What follows belongs to an exercise in optimizing a design on an open flow for small area and a short achievable clock period; a production flow would make more cautious choices. Where RTL was checked, it was by simulation tests only, not by an equivalence proof against the original. Power is estimated from default activity; no workload was simulated.

## red
==> flow/design.v (excerpt) <==
module enc_top (
    input  wire        clk,
    input  wire        rst,           
    input  wire        en,            
    input  wire [7:0]  filt_n,        
    input  wire        invert,        
    input  wire        enc_a,
    input  wire        enc_b,
    input  wire        clr_unc,       
    output reg  [47:0] count,         
    output wire [55:0] p256,          
    output wire        fwd,           
    output wire        still,         
    output wire [23:0] deff,          
    output reg  [23:0] delta,         
    output reg         uncertain,     
    output reg  [23:0] ill_count      
);
    localparam [23:0] M24 = 24'hFFFFFF;
    genvar i;
    reg  [7:0] n_q;
    wire [7:0] nm1_n;
    wire       n_zero;
    enc_inc #(.W(8)) u_nm1 (.a(~n_q), .ci(1'b1), .s(nm1_n), .co(n_zero));
    wire [7:0] y = n_zero ? 8'd0 : ~nm1_n;
    wire       y_zero = (n_q[7:1] == 7'd0);
    reg  en_q;
    wire load = en && !en_q;
    wire step = en && en_q;
    wire fa, fb, qa, qb;
    enc_filter u_fa (.clk(clk), .load(load), .step(step), .y(y), .y_zero(y_zero),
                     .in(enc_a), .out_q(fa), .qual(qa));
    enc_filter u_fb (.clk(clk), .load(load), .step(step), .y(y), .y_zero(y_zero),
  ...
Size in the first run: ~2200 cells after synthesis, about 280 flip-flops, ~20000 um^2 of cells after synthesis.
clock: 110.0 ns
lec_check: 0
cap_margin: 20
core_margin: 2
core_utilization: 40
slew_margin: 20
standard.sh (not shown) runs the stock make flow with config.mk's settings and CLKGATE_MAP_FILE= SYNTH_SCRIPT=/design/flow/synth_recipe.tcl, a recipe that flattens the netlist after the stock synthesis.
==> flow/flow/run.sh <==
#!/bin/bash
# The standard layout, with plain buffers on the ports instead of the
# delay cell buffer_ports picks by default, and a clock tree of smaller
# buffers without dummy loads. Each tool's output goes to its own log
# here; ORFS keeps its step logs under orfs/logs.
set -euo pipefail
export BUFFER_PORTS_ARGS="-buffer_cell sky130_fd_sc_hd__buf_1"
export CTS_ARGS="-sink_clustering_enable -repair_clock_nets -dont_use_dummy_load -buf_list sky130_fd_sc_hd__clkbuf_8 -sink_clustering_size 16 -sink_clustering_max_diameter 60"
export SETUP_SLACK_MARGIN=84.6
bash standard.sh > standard.log 2>&1
Relative to red, the following input files were edited for blue:
--- a/flow/design.v
+++ b/flow/design.v
@@ -244,26 +244,22 @@
             after_ill <= 1'b1;
         else if (step && legal)
             after_ill <= 1'b0;
         if (step && vedge) begin
             delta <= g_q;
             dmax  <= &g_q;
             m_q   <= dv_sat ? {16'd0, y} : g_q;
             ovf_q <= dv_sat;
             if (dv_sat) begin
                 frac_q <= 8'd255;
                 fz_q   <= 1'b1;
-            end else if (y_zero) begin
-                frac_q <= 8'd0;
-                fz_q   <= 1'b0;
-                rem_q  <= 24'd0;
             end else if (y == 8'd1) begin
                 frac_q <= tk_s;
                 fz_q   <= |tk_s;
                 rem_q  <= {15'd0, tk_t};
             end else begin
                 frac_q <= dv_q;
                 fz_q   <= |dv_q;
                 rem_q  <= {8'd0, dv_r};
             end
             st_s <= tk_s;
             st_t <= tk_t;
### Flow results
blue reports its capturing element of the worst setup path as p256[44] while red reports p256[55].
Between red and blue, the flow reports wire length decreasing by a few percent.
Going from red to blue, synthesis-to-finish area growth -0.61 points, power share of the combinational group down 2.2 points.
Area of the multi-input gates for blue: 2.4% down relative to red
Hold slack deteriorates in blue relative to red.
In the tables for red and blue, post-route met1 wirelength reads higher with red.
The final reports for blue and red show final worst slack higher in the former.


== rev 12 ==
enc_top, a different RTL version from the one above (not shown whole).
Size in the first run: about 2200 cells after synthesis, about 280 flip-flops, about 20000 sq um of cells after synthesis.
==> flow/design.v (excerpt) <==
module enc_top (
    input  wire        clk,
    input  wire        rst,           
    input  wire        en,            
    input  wire [7:0]  filt_n,        
    input  wire        invert,        
    input  wire        enc_a,
    input  wire        enc_b,
    input  wire        clr_unc,       
    output reg  [47:0] count,         
    output wire [55:0] p256,          
    output wire        fwd,           
    output wire        still,         
    output wire [23:0] deff,          
    output reg  [23:0] delta,         
    output reg         uncertain,     
    output reg  [23:0] ill_count      
);
Settings: LEC_CHECK=0, CAP_MARGIN=20, CORE_MARGIN=2, CORE_UTILIZATION=40, SLEW_MARGIN=20; clock period 110.0 ns.
==> flow/flow/run.sh <==
#!/bin/bash
# The standard layout, with plain buffers on the ports instead of the
# delay cell buffer_ports picks by default, and a clock tree of smaller
# buffers without dummy loads. Each tool's output goes to its own log
# here; ORFS keeps its step logs under orfs/logs.
set -euo pipefail
export BUFFER_PORTS_ARGS="-buffer_cell sky130_fd_sc_hd__buf_2"
export CTS_ARGS="-sink_clustering_enable -repair_clock_nets -dont_use_dummy_load -buf_list sky130_fd_sc_hd__clkbuf_8 -sink_clustering_size 16 -sink_clustering_max_diameter 60"
bash standard.sh > standard.log 2>&1
Rev 12 finished end to end and its layout was clean on timing, DRC and antenna.
For rev 13, these inputs were changed with respect to rev 12:
diff --git a/flow/design.v b/flow/design.v
--- a/flow/design.v
+++ b/flow/design.v
@@ -1,41 +1,35 @@
 module enc_filter (
     input  wire       clk,
     input  wire       load,     
     input  wire       step,     
     input  wire [7:0] y,        
-    input  wire       y_zero,   
     input  wire       in,
     output reg        out_q,
     output wire       qual      
 );
     reg  [7:0] run_q;
-    reg        at_n_q;          
     wire       diff = in ^ out_q;
-    assign qual = step && diff && at_n_q;
+    wire       at_n = (run_q == y);
+    assign qual = step && diff && at_n;
     wire [7:0] run_inc;
     wire       run_co;
     enc_inc #(.W(8)) u_inc (.a(run_q), .ci(1'b1), .s(run_inc), .co(run_co));
-    wire       inc_at_n = (run_inc == y);
     always @(posedge clk) begin
         if (load) begin
-            out_q  <= in;
-            run_q  <= 8'd0;
-            at_n_q <= y_zero;
+            out_q <= in;
+            run_q <= 8'd0;
         end else if (step) begin
             if (qual)
                 out_q <= in;
-            if (!diff || at_n_q) begin
-                run_q  <= 8'd0;
-                at_n_q <= y_zero;
-            end else begin
-                run_q  <= run_inc;
-                at_n_q <= inc_at_n;
-            end
+            if (!diff || at_n)
+                run_q <= 8'd0;
+            else
+                run_q <= run_inc;
         end
     end
 endmodule
 module enc_rca #(parameter W = 8) (
     input  wire [W-1:0] a,
     input  wire [W-1:0] b,
     input  wire         ci,
     output wire [W-1:0] s,
@@ -104,24 +98,23 @@
 );
     localparam [23:0] M24 = 24'hFFFFFF;
     genvar i;
     reg  [7:0] n_q;
     wire [7:0] nm1_n;
     wire       n_zero;
     enc_inc #(.W(8)) u_nm1 (.a(~n_q), .ci(1'b1), .s(nm1_n), .co(n_zero));
     wire [7:0] y = n_zero ? 8'd0 : ~nm1_n;
-    wire       y_zero = (n_q[7:1] == 7'd0);
     reg  en_q;
     wire load = en && !en_q;
     wire step = en && en_q;
     wire fa, fb, qa, qb;
-    enc_filter u_fa (.clk(clk), .load(load), .step(step), .y(y), .y_zero(y_zero),
+    enc_filter u_fa (.clk(clk), .load(load), .step(step), .y(y),
                      .in(enc_a), .out_q(fa), .qual(qa));
-    enc_filter u_fb (.clk(clk), .load(load), .step(step), .y(y), .y_zero(y_zero),
+    enc_filter u_fb (.clk(clk), .load(load), .step(step), .y(y),
                      .in(enc_b), .out_q(fb), .qual(qb));
     reg  dir_known, rev_q, after_ill, valid, dmax;
     wire fwd_a    = !(fa ^ fb) ^ invert;             
     wire same_a   = fwd_a ^ rev_q;                   
     wire known    = !after_ill && dir_known;
     wire illegal  = qa && qb;
     wire legal    = qa ^ qb;
     wire step_fwd = qa ? fwd_a : !fwd_a;
[summary]
For the number of multi-input combinational cells in the layout, rev 13 came in 2.5% lower than rev 12 did.
Sort rev 13 and rev 12 by sequential share of cell area, descending, and rev 12 comes first.
Global-route wire length before repair was lower in the run labelled rev 12.
Combinational group power essentially unchanged between rev 12 and rev 13.
Rev 13 -> rev 12: count of inserted tapcells delta 0, exact match
Power attributed to sequential cells essentially unchanged between rev 13 and rev 12.
Of the two candidates, rev 12 has the worse final critical-path setup slack and rev 13 the better one.
Any difference in netlist area before placement between rev 12 and rev 13 is small enough to ignore.
There was hardly any difference in final total power between rev 13 and rev 12.
Diff rev 12 -> rev 13: growth of design area from synthesis to finish barely changed, portion of the clock cycle consumed by the worst path in the final layout dropped 0.30 points, clock slew seen by the registers of the worst setup and hold paths barely changed, total of plain and repair buffers excluding clock buffers dropped 3.
Diff rev 12 -> rev 13 | number of enable flip-flop cells after synthesis | decrease of 2
For rev 13, the capturing element of the worst setup path was p256[55], unlike rev 12, where it was p256[45].
For rev 13, only the layout was checked, not whether the RTL still works.

-- port drivers added, routing unchanged --
The results above use ideal ports. As a check the final layouts listed here were re-extracted and re-timed, cells and wires unchanged.
Step 1, drivers: a clkbuf_16 drives clk and a buf_2 each remaining input, both assumed.
Step 2, shift: input delay + t, output delay - t, t = (earliest + latest rising clock arrival at the registers) / 2. This alone moves slack from input paths to output paths.
a / b / c = ideal / step 1 / step 2; a / b = the first two.
run	t (ns)	setup WS [ns]	pins driven straight from the clock port
red	0.662	84.567 / 84.510 / 84.525	1
blue	0.675	84.812 / 84.763 / 84.362	1
rev 12	0.677	83.920 / 83.860 / 83.730	1
rev 13	0.617	84.254 / 84.199 / 83.927	1
After both steps setup and hold are still met in every run listed. For blue, which loses most, drivers alone change the setup slack by -0.049 ns; drivers and shift together by -0.450 ns.
